What follows belongs to an exercise in optimizing a design on an open flow for small area, a short achievable clock period and few clock cycles; a production flow would make more cautious choices.
Only simulation tests tie the RTL to the original design; equivalence was not proved.

==> exp/ember: inputs <==
==> flow/design.v (excerpt) <==
module clap_stats (
    input  wire        clk,
    input  wire        rst_n,
    input  wire [24:0] n_cfg,
    input  wire        in_valid,
    output reg         in_ready,
    input  wire        in_ok,
    input  wire [31:0] in_value,
    output wire        rec_valid,
    input  wire        rec_ready,
    output reg  [24:0] rec_n,
    output reg  [31:0] rec_missed,
    output wire [31:0] rec_mean,
    output reg  [31:0] rec_min,
    output reg  [31:0] rec_max,
    output wire [31:0] rec_sd
);
    reg         started;
    reg  [24:0] n_lat;       
    reg  [24:0] cnt;         
    reg         one_left;    
    reg  [31:0] missed;
    reg         blocked;     
    reg  [31:0] x_r;
    reg         xv_r;        
    reg         nok_r;       
    reg         last_r;      
    reg         took_r;      
    wire        fire = in_valid & in_ready;
    wire        last = fire & in_ok & (started ? one_left : (n_cfg == 25'd1));
    wire        cu_idle;
    wire        xfer;                   
    wire        xfer_next;              
    wire        take_blk;               
    always @(posedge clk) begin
  ...
==> flow/config.mk <==
export PLATFORM = sky130hd
export DESIGN_NAME = clap_stats
export DESIGN_NICKNAME = clap_stats
export VERILOG_FILES = /design/flow/design.v
export SDC_FILE = /design/flow/constraint.sdc
export NUM_CORES = 4
export LEC_CHECK = 0
export CAP_MARGIN = 20
export CORE_MARGIN = 2
export CORE_UTILIZATION = 40
export SLEW_MARGIN = 20
==> flow/constraint.sdc <==
create_clock -name core_clock -period 20.0 [get_ports {clk}]
set_input_delay 4.0000 -clock core_clock [delete_from_list [all_inputs] [get_ports {clk}]]
set_output_delay 4.0000 -clock core_clock [all_outputs]
set_load 0.01 [all_outputs]
standard.sh (not shown) runs the stock make flow with config.mk's settings and CLKGATE_MAP_FILE= SYNTH_SCRIPT=/design/flow/synth_recipe.tcl, a recipe that flattens the netlist after the stock synthesis.
==> flow/flow/run.sh <==
#!/bin/bash
# Standard layout, with the timing repair steps aiming for setup slack well
# above zero so that they shorten the critical paths (the clock period and
# all constraints stay as given).
set -euo pipefail
bash standard.sh SETUP_SLACK_MARGIN=13 finish > make_finish.log 2>&1
==> exp/delta (differences from exp/ember) <==
--- a/flow/design.v
+++ b/flow/design.v
@@ -15,68 +15,73 @@
     output wire        idle,
     output reg         rec_valid,
     input  wire        rec_ready,
     output wire [31:0] mean,
     output wire [31:0] sd
 );
     localparam [3:0] S_IDLE = 4'd0, S_W1 = 4'd1, S_W2 = 4'd2, S_RES = 4'd3,
                      S_VMUL = 4'd4, S_SQI = 4'd5, S_SQRT = 4'd6, S_FIN = 4'd7,
-                     S_OUT = 4'd8, S_BW = 4'd9;
+                     S_OUT = 4'd8, S_BW = 4'd9, S_FIN2 = 4'd10;
     reg  [3:0]   st;
     reg  [5:0]   ctr;
     reg          ph_sqrt;        
     reg          ph_res;         
     reg  [2:0]   ch;             
     reg  [91:0]  x1;             
     reg  [87:0]  x2;             
     reg  [65:0]  sq;             
-    reg  [24:0]  nq;             
-    reg  [48:0]  dd;             
+    reg  [51:0]  dd;             
     reg  [24:0]  mrem;           
     reg  [31:0]  mq;             
-    reg          bb;             
+    reg          mrnd;           
+    reg          sgn;            
+    reg          pend;           
     reg          n_one, n_two, n_neg;    
     reg          s_one, s_two, s_pos;    
     assign idle      = (st == S_IDLE);
     assign take_blk  = (st == S_BW);
     assign xfer_next = (st == S_W1) | ((st == S_IDLE) & blocked);
     assign mean  = mq;
     assign sd    = sq[31:0];
     wire [55:0]  s_val = {mrem[23:0], mq};
     wire [92:0]  n_mag = n_one ? {5'd0, x2} : n_two ? {4'd0, x2, 1'b0} : 93'd0;
     wire [92:0]  s_mag = s_one ? {37'd0, s_val} : s_two ? {36'd0, s_val, 1'b0} : 93'd0;
-    wire [87:0]  r4    = {x2[85:0], sq[65:64]};
-    wire [48:0]  bd    = bb ? dd : 49'd0;
-    wire [92:0]  op_a = ph_sqrt ? {5'd0, r4}              : {x1[91], x1};
-    wire [92:0]  op_b = ph_sqrt ? ~{7'd0, x1[85:0]}       : (n_neg ? ~n_mag : n_mag);
-    wire [92:0]  op_c = ph_sqrt ? ~{42'd0, bd, 2'b00}     : (s_pos ? ~s_mag : s_mag) | {26'd0, (ph_res ? ch : 3'd0), 64'd0};
-    wire [1:0]   op_k = ph_sqrt ? 2'd2 : {1'b0, n_neg} + {1'b0, s_pos};
-    wire [92:0]  wsum = op_a + op_b + op_c + {91'd0, op_k};
+    wire [92:0]  r4    = {x1[89], x1[89:0], sq[65:64]};     
+    wire [48:0]  dv    = dd[48:0];
+    wire [48:0]  bd    = pend ? dv : 49'd0;
+    wire [92:0]  p8    = {4'd0, x2[85:0], 3'b000};
+    wire [92:0]  q_c   = sgn ? ~{42'd0, bd, 2'b00} : {43'd0, dv, 1'b0};
+    wire [92:0]  q_e   = sgn ? ~{44'd0, dv} : {44'd0, dv};
+    wire [92:0]  op_a = ph_sqrt ? r4                      : {x1[91], x1};
+    wire [92:0]  op_b = ph_sqrt ? (sgn ? ~p8 : p8)        : (n_neg ? ~n_mag : n_mag);
+    wire [92:0]  op_c = ph_sqrt ? q_c                     : (s_pos ? ~s_mag : s_mag) | {26'd0, (ph_res ? ch : 3'd0), 64'd0};
+    wire [92:0]  op_e = ph_sqrt ? q_e                     : 93'd0;
+    wire [1:0]   op_k = ph_sqrt ? {sgn, sgn} : {1'b0, n_neg} + {1'b0, s_pos};
+    wire [92:0]  wsum = op_a + op_b + op_c + op_e + {91'd0, op_k};
     wire         ge   = ~wsum[92];
-    wire [54:0]  y_lo = {2'b00, x1[51:0], 1'b0} + {3'd0, bd, 3'b000} - {6'd0, dd};
-    wire [33:0]  x1h  = x1[85:52];
-    wire [33:0]  y_hi = ~y_lo[53] ? x1h : y_lo[54] ? x1h - 34'd1 : x1h + 34'd1;
+    wire [49:0]  p_lo = {1'b0, x2[47:0], 1'b0} + {1'b0, bd};
+    wire [32:0]  p_hi = x2[80:48] + {32'd0, p_lo[49]};
     wire [24:0]  nm1    = rec_n - 25'd1;
     wire         mround = (ctr == 6'd32);      
     wire [25:0]  mtrial = {mrem, mq[31] & ~mround} - {1'b0, rec_n};
     wire         mge    = ~mtrial[25];
     wire [32:0]  troot;
     genvar gi;
     generate
         for (gi = 0; gi < 33; gi = gi + 1) begin : g_root
             assign troot[gi] = sq[2 * gi + 1];
         end
     endgenerate
-    wire [31:0]  inc_in  = ph_sqrt ? mq  : troot[32:1];
-    wire         inc_b   = ph_sqrt ? mge : troot[0];
+    wire         in_fin  = (st == S_FIN);
+    wire [31:0]  inc_in  = in_fin ? mq   : troot[32:1];
+    wire         inc_b   = in_fin ? mrnd : troot[0];
     wire [31:0]  inc_out = inc_in + {31'd0, inc_b};
-    wire [24:0]  d_add  = rec_n[24 - ctr[4:0]] ? nm1 : 25'd0;
-    wire [25:0]  d_lo   = {1'b0, dd[23:0], 1'b0} + {1'b0, d_add};
-    wire [23:0]  d_hi   = dd[47:24] + {23'd0, d_lo[25]};
+    wire [27:0]  d_mag  = n_one ? {3'd0, nm1} : n_two ? {2'd0, nm1, 1'b0} : 28'd0;
+    wire [27:0]  d_sum  = {{2{dd[51]}}, dd[51:26]} + (n_neg ? ~d_mag : d_mag) + {27'd0, n_neg};
     always @(posedge clk) begin
         if (!rst_n) begin
             st        <= S_IDLE;
             ph_sqrt   <= 1'b0;
             ph_res    <= 1'b0;
             xfer      <= 1'b0;
             rec_valid <= 1'b0;
         end else begin
@@ -86,24 +91,24 @@
                 S_IDLE: if (blocked) st <= S_BW;
                         else if (start) st <= S_W1;
                 S_BW:   st <= S_RES;
                 S_W1:   st <= S_W2;
                 S_W2:   st <= S_RES;
                 S_RES:  begin st <= S_VMUL; ctr <= 6'd0; end
                 S_VMUL: begin
                             ctr <= ctr + 6'd1;
-                            if (ctr == 6'd28) st <= S_SQI;
+                            if (ctr == 6'd31) begin st <= S_SQRT; ctr <= 6'd0; ph_sqrt <= 1'b1; end
                         end
-                S_SQI:  begin st <= S_SQRT; ctr <= 6'd0; ph_sqrt <= 1'b1; end
                 S_SQRT: begin
                             ctr <= ctr + 6'd1;
                             if (ctr == 6'd32) begin st <= S_FIN; ph_sqrt <= 1'b0; end
                         end
-                S_FIN:  begin st <= S_OUT; rec_valid <= 1'b1; end
+                S_FIN:  st <= S_FIN2;
+                S_FIN2: begin st <= S_OUT; rec_valid <= 1'b1; end
                 S_OUT:  if (rec_ready) begin st <= S_IDLE; rec_valid <= 1'b0; end
                 default: begin st <= S_IDLE; ph_sqrt <= 1'b0; end
             endcase
         end
     end
     task automatic set_n(input b1, input b0, input bm);
         begin
             n_one <= b0 ^ bm;
@@ -119,58 +124,62 @@
         end
     endtask
     always @(posedge clk) begin
         if (xfer) begin
             x1   <= {4'd0, th_in, ts_in};
             ch   <= ch_in;
             x2   <= {24'd0, tc_in};
             sq   <= {10'd0, s_in};
-            dd   <= 49'd0;
             mrem <= {1'b0, s_in[55:32]};
             mq   <= s_in[31:0];
             n_one <= 1'b1; n_two <= 1'b0; n_neg <= 1'b0;
             s_one <= 1'b0; s_two <= 1'b0; s_pos <= 1'b0;
         end
         case (st)
             S_RES: begin
                 x2 <= wsum[87:0];
                 x1 <= 92'd0;
-                nq <= rec_n;
+                dd <= {27'd0, rec_n};
                 set_n(rec_n[1], rec_n[0], 1'b0);
                 set_s(sq[1], sq[0], 1'b0);
             end
             S_VMUL: begin
                 x1 <= {wsum[92], wsum[92:2]};
                 sq <= {wsum[1:0], sq[65:2]};
-                nq <= {2'b00, nq[24:2]};
-                set_n(nq[3], nq[2], nq[1]);
+                if (ctr < 6'd12)
+                    set_n(dd[3], dd[2], dd[1]);
+                else
+                    set_n(1'b0, 1'b0, 1'b0);
                 set_s(sq[3], sq[2], sq[1]);
-                if (ctr < 6'd25)
-                    dd <= {d_hi, d_lo[24:0]};
-            end
-            S_SQI: begin
-                x2 <= {2'b00, x1[91:6]};
-                sq <= {x1[5:0], sq[65:8], 2'b00};
-                x1 <= {43'd0, dd};
-                bb <= 1'b0;
+                if (ctr < 6'd13)
+                    dd <= {d_sum[27:2], d_sum[1:0], dd[25:2]};
+                if (ctr == 6'd31) begin
+                    x2   <= 88'd0;
+                    sgn  <= 1'b1;
+                    pend <= 1'b0;
+                end
             end
             S_SQRT: begin
-                x2 <= ge ? wsum[87:0] : r4;
-                x1 <= {6'd0, y_hi[32:0], y_lo[52:0]};
-                bb <= ge;
+                x1 <= wsum[91:0];
+                x2 <= {6'd0, p_hi, p_lo[48:0]};
+                sgn  <= ge;
+                pend <= ge;
                 sq <= {sq[63:0], ge, 1'b0};
                 if (!mround) begin
                     mrem <= mge ? mtrial[24:0] : {mrem[23:0], mq[31]};
                     mq   <= {mq[30:0], mge};
                 end else begin
-                    mq   <= inc_out;
+                    mrnd <= mge;
                 end
             end
             S_FIN: begin
+                mq <= inc_out;
+            end
+            S_FIN2: begin
                 sq[31:0] <= (rec_n == 25'd1) ? 32'd0 : inc_out;
             end
             default: ;
         endcase
     end
 endmodule
 module clap_sq (
     input  wire [31:0] x,
==> flow/flow/run.sh (replaced) <==
#!/bin/bash
# Standard layout, with the timing repair steps aiming for setup slack well
# above zero so that they shorten the critical paths (the clock period and
# all constraints stay as given).
set -euo pipefail
bash standard.sh SETUP_SLACK_MARGIN=14.4 finish > make_finish.log 2>&1
==> flow/config.mk (replaced) <==
export PLATFORM = sky130hd
export DESIGN_NAME = clap_stats
export DESIGN_NICKNAME = clap_stats
export VERILOG_FILES = /design/flow/design.v
export SDC_FILE = /design/flow/constraint.sdc
export NUM_CORES = 4
export LEC_CHECK = 0
export CAP_MARGIN = 5
export CORE_MARGIN = 2
export CORE_UTILIZATION = 40
export PLACE_DENSITY = 0.7
export SLEW_MARGIN = 5
==> exp/onyx (differences from exp/ember) <==
--- a/flow/design.v
+++ b/flow/design.v
@@ -15,68 +15,73 @@
     output wire        idle,
     output reg         rec_valid,
     input  wire        rec_ready,
     output wire [31:0] mean,
     output wire [31:0] sd
 );
     localparam [3:0] S_IDLE = 4'd0, S_W1 = 4'd1, S_W2 = 4'd2, S_RES = 4'd3,
                      S_VMUL = 4'd4, S_SQI = 4'd5, S_SQRT = 4'd6, S_FIN = 4'd7,
-                     S_OUT = 4'd8, S_BW = 4'd9;
+                     S_OUT = 4'd8, S_BW = 4'd9, S_FIN2 = 4'd10;
     reg  [3:0]   st;
     reg  [5:0]   ctr;
     reg          ph_sqrt;        
     reg          ph_res;         
     reg  [2:0]   ch;             
     reg  [91:0]  x1;             
     reg  [87:0]  x2;             
     reg  [65:0]  sq;             
-    reg  [24:0]  nq;             
-    reg  [48:0]  dd;             
+    reg  [51:0]  dd;             
     reg  [24:0]  mrem;           
     reg  [31:0]  mq;             
-    reg          bb;             
+    reg          mrnd;           
+    reg          sgn;            
+    reg          pend;           
     reg          n_one, n_two, n_neg;    
     reg          s_one, s_two, s_pos;    
     assign idle      = (st == S_IDLE);
     assign take_blk  = (st == S_BW);
     assign xfer_next = (st == S_W1) | ((st == S_IDLE) & blocked);
     assign mean  = mq;
     assign sd    = sq[31:0];
     wire [55:0]  s_val = {mrem[23:0], mq};
     wire [92:0]  n_mag = n_one ? {5'd0, x2} : n_two ? {4'd0, x2, 1'b0} : 93'd0;
     wire [92:0]  s_mag = s_one ? {37'd0, s_val} : s_two ? {36'd0, s_val, 1'b0} : 93'd0;
-    wire [87:0]  r4    = {x2[85:0], sq[65:64]};
-    wire [48:0]  bd    = bb ? dd : 49'd0;
-    wire [92:0]  op_a = ph_sqrt ? {5'd0, r4}              : {x1[91], x1};
-    wire [92:0]  op_b = ph_sqrt ? ~{7'd0, x1[85:0]}       : (n_neg ? ~n_mag : n_mag);
-    wire [92:0]  op_c = ph_sqrt ? ~{42'd0, bd, 2'b00}     : (s_pos ? ~s_mag : s_mag) | {26'd0, (ph_res ? ch : 3'd0), 64'd0};
-    wire [1:0]   op_k = ph_sqrt ? 2'd2 : {1'b0, n_neg} + {1'b0, s_pos};
-    wire [92:0]  wsum = op_a + op_b + op_c + {91'd0, op_k};
+    wire [92:0]  r4    = {x1[89], x1[89:0], sq[65:64]};     
+    wire [48:0]  dv    = dd[48:0];
+    wire [48:0]  bd    = pend ? dv : 49'd0;
+    wire [92:0]  p8    = {4'd0, x2[85:0], 3'b000};
+    wire [92:0]  q_c   = sgn ? ~{42'd0, bd, 2'b00} : {43'd0, dv, 1'b0};
+    wire [92:0]  q_e   = sgn ? ~{44'd0, dv} : {44'd0, dv};
+    wire [92:0]  op_a = ph_sqrt ? r4                      : {x1[91], x1};
+    wire [92:0]  op_b = ph_sqrt ? (sgn ? ~p8 : p8)        : (n_neg ? ~n_mag : n_mag);
+    wire [92:0]  op_c = ph_sqrt ? q_c                     : (s_pos ? ~s_mag : s_mag) | {26'd0, (ph_res ? ch : 3'd0), 64'd0};
+    wire [92:0]  op_e = ph_sqrt ? q_e                     : 93'd0;
+    wire [1:0]   op_k = ph_sqrt ? {sgn, sgn} : {1'b0, n_neg} + {1'b0, s_pos};
+    wire [92:0]  wsum = op_a + op_b + op_c + op_e + {91'd0, op_k};
     wire         ge   = ~wsum[92];
-    wire [54:0]  y_lo = {2'b00, x1[51:0], 1'b0} + {3'd0, bd, 3'b000} - {6'd0, dd};
-    wire [33:0]  x1h  = x1[85:52];
-    wire [33:0]  y_hi = ~y_lo[53] ? x1h : y_lo[54] ? x1h - 34'd1 : x1h + 34'd1;
+    wire [49:0]  p_lo = {1'b0, x2[47:0], 1'b0} + {1'b0, bd};
+    wire [32:0]  p_hi = x2[80:48] + {32'd0, p_lo[49]};
     wire [24:0]  nm1    = rec_n - 25'd1;
     wire         mround = (ctr == 6'd32);      
     wire [25:0]  mtrial = {mrem, mq[31] & ~mround} - {1'b0, rec_n};
     wire         mge    = ~mtrial[25];
     wire [32:0]  troot;
     genvar gi;
     generate
         for (gi = 0; gi < 33; gi = gi + 1) begin : g_root
             assign troot[gi] = sq[2 * gi + 1];
         end
     endgenerate
-    wire [31:0]  inc_in  = ph_sqrt ? mq  : troot[32:1];
-    wire         inc_b   = ph_sqrt ? mge : troot[0];
+    wire         in_fin  = (st == S_FIN);
+    wire [31:0]  inc_in  = in_fin ? mq   : troot[32:1];
+    wire         inc_b   = in_fin ? mrnd : troot[0];
     wire [31:0]  inc_out = inc_in + {31'd0, inc_b};
-    wire [24:0]  d_add  = rec_n[24 - ctr[4:0]] ? nm1 : 25'd0;
-    wire [25:0]  d_lo   = {1'b0, dd[23:0], 1'b0} + {1'b0, d_add};
-    wire [23:0]  d_hi   = dd[47:24] + {23'd0, d_lo[25]};
+    wire [27:0]  d_mag  = n_one ? {3'd0, nm1} : n_two ? {2'd0, nm1, 1'b0} : 28'd0;
+    wire [27:0]  d_sum  = {{2{dd[51]}}, dd[51:26]} + (n_neg ? ~d_mag : d_mag) + {27'd0, n_neg};
     always @(posedge clk) begin
         if (!rst_n) begin
             st        <= S_IDLE;
             ph_sqrt   <= 1'b0;
             ph_res    <= 1'b0;
             xfer      <= 1'b0;
             rec_valid <= 1'b0;
         end else begin
@@ -86,24 +91,24 @@
                 S_IDLE: if (blocked) st <= S_BW;
                         else if (start) st <= S_W1;
                 S_BW:   st <= S_RES;
                 S_W1:   st <= S_W2;
                 S_W2:   st <= S_RES;
                 S_RES:  begin st <= S_VMUL; ctr <= 6'd0; end
                 S_VMUL: begin
                             ctr <= ctr + 6'd1;
-                            if (ctr == 6'd28) st <= S_SQI;
+                            if (ctr == 6'd31) begin st <= S_SQRT; ctr <= 6'd0; ph_sqrt <= 1'b1; end
                         end
-                S_SQI:  begin st <= S_SQRT; ctr <= 6'd0; ph_sqrt <= 1'b1; end
                 S_SQRT: begin
                             ctr <= ctr + 6'd1;
                             if (ctr == 6'd32) begin st <= S_FIN; ph_sqrt <= 1'b0; end
                         end
-                S_FIN:  begin st <= S_OUT; rec_valid <= 1'b1; end
+                S_FIN:  st <= S_FIN2;
+                S_FIN2: begin st <= S_OUT; rec_valid <= 1'b1; end
                 S_OUT:  if (rec_ready) begin st <= S_IDLE; rec_valid <= 1'b0; end
                 default: begin st <= S_IDLE; ph_sqrt <= 1'b0; end
             endcase
         end
     end
     task automatic set_n(input b1, input b0, input bm);
         begin
             n_one <= b0 ^ bm;
@@ -119,58 +124,62 @@
         end
     endtask
     always @(posedge clk) begin
         if (xfer) begin
             x1   <= {4'd0, th_in, ts_in};
             ch   <= ch_in;
             x2   <= {24'd0, tc_in};
             sq   <= {10'd0, s_in};
-            dd   <= 49'd0;
             mrem <= {1'b0, s_in[55:32]};
             mq   <= s_in[31:0];
             n_one <= 1'b1; n_two <= 1'b0; n_neg <= 1'b0;
             s_one <= 1'b0; s_two <= 1'b0; s_pos <= 1'b0;
         end
         case (st)
             S_RES: begin
                 x2 <= wsum[87:0];
                 x1 <= 92'd0;
-                nq <= rec_n;
+                dd <= {27'd0, rec_n};
                 set_n(rec_n[1], rec_n[0], 1'b0);
                 set_s(sq[1], sq[0], 1'b0);
             end
             S_VMUL: begin
                 x1 <= {wsum[92], wsum[92:2]};
                 sq <= {wsum[1:0], sq[65:2]};
-                nq <= {2'b00, nq[24:2]};
-                set_n(nq[3], nq[2], nq[1]);
+                if (ctr < 6'd12)
+                    set_n(dd[3], dd[2], dd[1]);
+                else
+                    set_n(1'b0, 1'b0, 1'b0);
                 set_s(sq[3], sq[2], sq[1]);
-                if (ctr < 6'd25)
-                    dd <= {d_hi, d_lo[24:0]};
-            end
-            S_SQI: begin
-                x2 <= {2'b00, x1[91:6]};
-                sq <= {x1[5:0], sq[65:8], 2'b00};
-                x1 <= {43'd0, dd};
-                bb <= 1'b0;
+                if (ctr < 6'd13)
+                    dd <= {d_sum[27:2], d_sum[1:0], dd[25:2]};
+                if (ctr == 6'd31) begin
+                    x2   <= 88'd0;
+                    sgn  <= 1'b1;
+                    pend <= 1'b0;
+                end
             end
             S_SQRT: begin
-                x2 <= ge ? wsum[87:0] : r4;
-                x1 <= {6'd0, y_hi[32:0], y_lo[52:0]};
-                bb <= ge;
+                x1 <= wsum[91:0];
+                x2 <= {6'd0, p_hi, p_lo[48:0]};
+                sgn  <= ge;
+                pend <= ge;
                 sq <= {sq[63:0], ge, 1'b0};
                 if (!mround) begin
                     mrem <= mge ? mtrial[24:0] : {mrem[23:0], mq[31]};
                     mq   <= {mq[30:0], mge};
                 end else begin
-                    mq   <= inc_out;
+                    mrnd <= mge;
                 end
             end
             S_FIN: begin
+                mq <= inc_out;
+            end
+            S_FIN2: begin
                 sq[31:0] <= (rec_n == 25'd1) ? 32'd0 : inc_out;
             end
             default: ;
         endcase
     end
 endmodule
 module clap_sq (
     input  wire [31:0] x,
==> flow/flow/run.sh (replaced) <==
#!/bin/bash
# Standard layout, with the timing repair steps aiming for setup slack well
# above zero so that they shorten the critical paths (the clock period and
# all constraints stay as given).
set -euo pipefail
bash standard.sh SETUP_SLACK_MARGIN=14.4 finish > make_finish.log 2>&1
==> flow/config.mk (replaced) <==
export PLATFORM = sky130hd
export DESIGN_NAME = clap_stats
export DESIGN_NICKNAME = clap_stats
export VERILOG_FILES = /design/flow/design.v
export SDC_FILE = /design/flow/constraint.sdc
export NUM_CORES = 4
export LEC_CHECK = 0
export CAP_MARGIN = 20
export CORE_MARGIN = 2
export CORE_UTILIZATION = 55
export SLEW_MARGIN = 20
==> notes <==
- exp/ember passed the timing, DRC and antenna checks. exp/delta finished clean. exp/onyx passed the timing, DRC and antenna checks.
- Cell area, lowest first: exp/delta, exp/onyx, exp/ember.
- Of exp/onyx and exp/delta, exp/delta has the higher first-iteration DRC count (gap 11%, measured against exp/delta).
- Clock-buffer cell count: exp/onyx is lower than exp/ember (6).
- Of exp/ember and exp/delta, exp/ember has the higher flip-flop and latch count (gap 18).
- Between exp/onyx and exp/delta, the lower maximum frequency is in exp/onyx (gap about 1.1%, measured against exp/delta).
- Worst setup slack, highest first: exp/delta, exp/onyx, exp/ember.
- Final cell count: exp/onyx is smaller than exp/delta (6.4%).
==> figures <==
quantity                                                               exp/onyx     exp/ember     exp/delta
Clock period minus final worst setup slack                              5.75 ns       8.86 ns       5.69 ns
Average instance area after synthesis                                9.65 sq um    9.55 sq um    9.65 sq um
Number of antenna violations at the first check in global routing             5             7             8
Die Span Y                                                               384 um        461 um        449 um
Pin count of the biggest net entering global routing                        154            93            95
Final Cycle Share                                                         28.8%         44.3%         28.4%
Clk Latency, worst-skew pair                                            0.77 ns       0.81 ns       0.78 ns
Data buffer area share                                                    6.30%         5.12%         5.88%
Met1 GRT Util                                                             49.2%         37.7%         33.4%
Result of the run                              no timing/DRC/antenna violations  no timing/DRC/antenna violations  no timing/DRC/antenna violations
Number of clock-tree buffers in the layout                                  141           147           126
Combined flip-flop and latch cell area                             0.0243 sq mm  0.0255 sq mm  0.0243 sq mm
Synth Net Count                                                            9315          9947          9315
Area growth from synthesis to layout                                      16.9%         13.8%         16.4%
Fillers                                                                   11800         19600         18200
Fin Clk Skew                                                          0.0593 ns     0.0619 ns     0.0704 ns
Testbench counts of exp/ember, summed over its fixed seeds: cycles 79,940.
Testbench counts of exp/delta, summed over its fixed seeds: cycles 80,314.
Testbench counts of exp/onyx, summed over its fixed seeds: cycles 80,314.

## static timing again, ports no longer ideal
In the flow no input, the clock included, has a driving cell. The finished layouts below were timed again as built, in two steps. Step 1, drivers: a clkbuf_16 drives clk and a buf_2 each remaining input, both assumed. Step 2 adds t to the input delays and takes it off the output delays; t is the mean of the earliest and latest rising clock arrival at the registers after step 1. Input paths then give back, and output paths get back, about the clock's delay inside the block. Slacks: no drivers / after step 1 / after step 2; pairs: no drivers / after step 1.
run	shift t [ns]	slack for setup (ns)	worst setup path at the end	slew at the worst register clock pin (ns)
exp/ember	0.873	11.142 / 11.142 / 11.142	register to register	0.07 / 0.07
exp/delta	0.835	14.312 / 14.312 / 13.678	input to register	0.07 / 0.07
exp/onyx	0.834	14.247 / 14.247 / 13.719	input to register	0.07 / 0.07
After both steps every run listed still meets setup and hold. For exp/delta, which loses most, drivers alone change the setup slack by 0.000 ns; drivers and shift together by -0.634 ns.
